This is an optimization exercise on Yosys and OpenROAD, whose aim is small area and a short achievable clock period, not a production implementation.

Design ckv_unit, start of the top module:
module ckv_unit (
    input  wire        clk,
    input  wire        rst,
    input  wire        in_valid,
    input  wire        in_sof,
    input  wire        in_eof,
    input  wire [3:0]  in_nbytes,
    input  wire [63:0] in_data,
    input  wire [1:0]  in_alg,
    input  wire [1:0]  in_mode,
    input  wire [15:0] in_tenant,
    input  wire [15:0] in_pseq,
    input  wire [63:0] in_ctx,
    input  wire [23:0] in_dest,
    input  wire [63:0] in_expect,
    output reg         res_valid,
    output reg  [63:0] res_crc,
    output reg  [63:0] res_state,
    output reg         res_match
);
For scale: about 4,000 cells after synthesis, about 450 flip-flops, ~390 I/O pins, ~41,000 sq um of cells after synthesis.
export LEC_CHECK = 0
export CAP_MARGIN = 20
export CORE_MARGIN = 2
export CORE_UTILIZATION = 40
export SLEW_MARGIN = 20
export SYNTH_HIERARCHICAL = 1
create_clock -name core_clock -period 30.0 [get_ports {clk}]
standard.sh (not shown) runs the stock make flow with config.mk's settings and CLKGATE_MAP_FILE= SYNTH_SCRIPT=/design/flow/synth_recipe.tcl, a recipe that flattens the netlist after the stock synthesis.
==> flow/flow/run.sh <==
#!/bin/bash
# Standard ORFS layout, with repair_timing asked for extra setup margin so the
# critical paths get sized and buffered (the constraints are unchanged).
set -euo pipefail
bash standard.sh SETUP_SLACK_MARGIN=22 finish > standard_make.log 2>&1
The first run completed without violations.
Next try:
--- a/flow/flow/run.sh
+++ b/flow/flow/run.sh
@@ -5 +5 @@
-bash standard.sh SETUP_SLACK_MARGIN=22 finish > standard_make.log 2>&1
+bash standard.sh SETUP_SLACK_MARGIN=25 finish > standard_make.log 2>&1
=> This time the run finished but fails on capacitance limit, slew limit; clock skew stays flat; setup slack is better by 0.80 ns; register-to-register slack improves by 2.0 ns; fmax climbs by roughly a tenth; hold slack hardly moves; sequential share of layout area shrinks by 4.2 points; routed wire length climbs by roughly a tenth; global-route usage is higher by 4.3 points; clock-buffer cell count came out lower by 3; final area increases by a quarter to a third.
Next try:
==> flow/run.sh (new file) <==
#!/bin/bash
# synth_recipe.tcl (not shown) runs the flow's synth.tcl, then flattens the netlist and writes it again
# the make line also repeats each setting of config.mk as NAME=value (left out here)
make -C /OpenROAD-flow-scripts/flow DESIGN_CONFIG=/design/flow/config.mk WORK_HOME=/design/flow/orfs CLKGATE_MAP_FILE= SYNTH_SCRIPT=/design/flow/synth_recipe.tcl finish
removed: flow/flow/run.sh
removed: flow/standard.sh
=> This time the run passed the timing, design-rule and antenna checks; die area is unchanged; synthesized cell count is unchanged; hold slack barely changes.
No run of this note included a check of the RTL's function; only the layout flow was run.

* * *

ckv_unit again, from the RTL that the note above started with.
clock: 30.0 ns
lec_check: 0
cap_margin: 20
core_margin: 2
core_utilization: 40
slew_margin: 20
synth_hierarchical: 1
==> flow/flow/run.sh <==
#!/bin/bash
# Standard ORFS layout, with repair_timing asked for extra setup margin so the
# critical paths get sized and buffered (the constraints are unchanged).
set -euo pipefail
bash standard.sh SETUP_SLACK_MARGIN=23.5 finish > standard_make.log 2>&1
The starting point completed without violations.
Next try:
==> flow/flow/run.sh (replaced) <==
#!/bin/bash
# Standard ORFS layout (the standard.sh), with:
#  - repair_timing asked for extra setup margin, so critical paths get sized
#    (the clock and I/O constraints are unchanged);
#  - port buffers built from the smallest buffer (repair upsizes where needed).
set -euo pipefail
bash standard.sh SETUP_SLACK_MARGIN=23.5 "BUFFER_PORTS_ARGS=-buffer_cell sky130_fd_sc_hd__buf_1" finish > standard_make.log 2>&1
Settings changed: CTS_BUF_LIST set to sky130_fd_sc_hd__clkbuf_8, CTS_CLUSTER_SIZE set to 30.
Effect: The changed run completed with no timing, DRC or antenna violations; die area does not change; non-clock buffer count rises by 5; cell count increases by 1.0%; critical path depth stays the same; via count climbs by about 0.44%; global-route usage falls by 1.5 points; setup slack got worse by 0.13 ns; final area goes down by 3.4%; routed wire length goes down by about 3%; utilization fell by 1.7 points.
Next try:
Settings changed: CORE_UTILIZATION 40 to 60, CTS_BUF_LIST sky130_fd_sc_hd__clkbuf_8 to not set, CTS_CLUSTER_SIZE 30 to not set, PLACE_DENSITY set to 0.75.
Outcome: The new run completed with no timing, DRC or antenna violations. Maximum frequency is lower by 2.3%. Register-to-register slack degrades by 0.33 ns. Synthesized area stays the same. Worst setup slack degrades by 0.17 ns. Utilization is higher by 23 points. Hold slack degrades by 0.0039 ns. Design area is lower by 0.90%.
No run of this note included a check of the RTL's function; only the layout flow was run.

-- separate check: timing with driven ports --
Ports are ideal in the flow. The routed layouts listed here were re-timed in OpenROAD.
Step 1: set_driving_cell puts a clkbuf_16 on clk and a buf_2 on each other input, an assumption about the parent block.
Step 2 times the ports against the registers' clock, not the clock port: input delays grow and output delays shrink by t, the midpoint of the rising clock arrivals with the driver on.
Slacks: ideal / step 1 / step 2; pairs: ideal / step 1.
| run | t (ns) | slack for setup (ns) | hold slack, ns | worst data-port slew with drivers (ns) | cell pins on the clock port's net |
|---|---|---|---|---|---|
| the first run of note 1 | 0.681 | 22.122 / 22.165 / 21.483 | 0.323 / 0.323 / 0.323 | 0.11 | 1 |
| the second run of note 1 | 0.667 | 22.927 / 22.856 / 22.371 | 0.323 / 0.323 / 0.323 | 0.19 | 1 |
| the third run of note 1 | 0.684 | 22.115 / 22.158 / 21.474 | 0.323 / 0.323 / 0.323 | 0.11 | 1 |
| the first run of note 2 | 0.662 | 22.941 / 22.874 / 22.510 | 0.324 / 0.324 / 0.324 | 0.17 | 1 |
| the second run of note 2 | 0.754 | 22.810 / 22.745 / 22.381 | 0.311 / 0.311 / 0.311 | 0.10 | 1 |
| the third run of note 2 | 0.658 | 22.638 / 22.653 / 22.001 | 0.307 / 0.307 / 0.307 | 0.23 | 1 |
For the third run of note 1, which loses most, drivers alone change the setup slack by +0.043 ns; drivers and shift together by -0.641 ns.
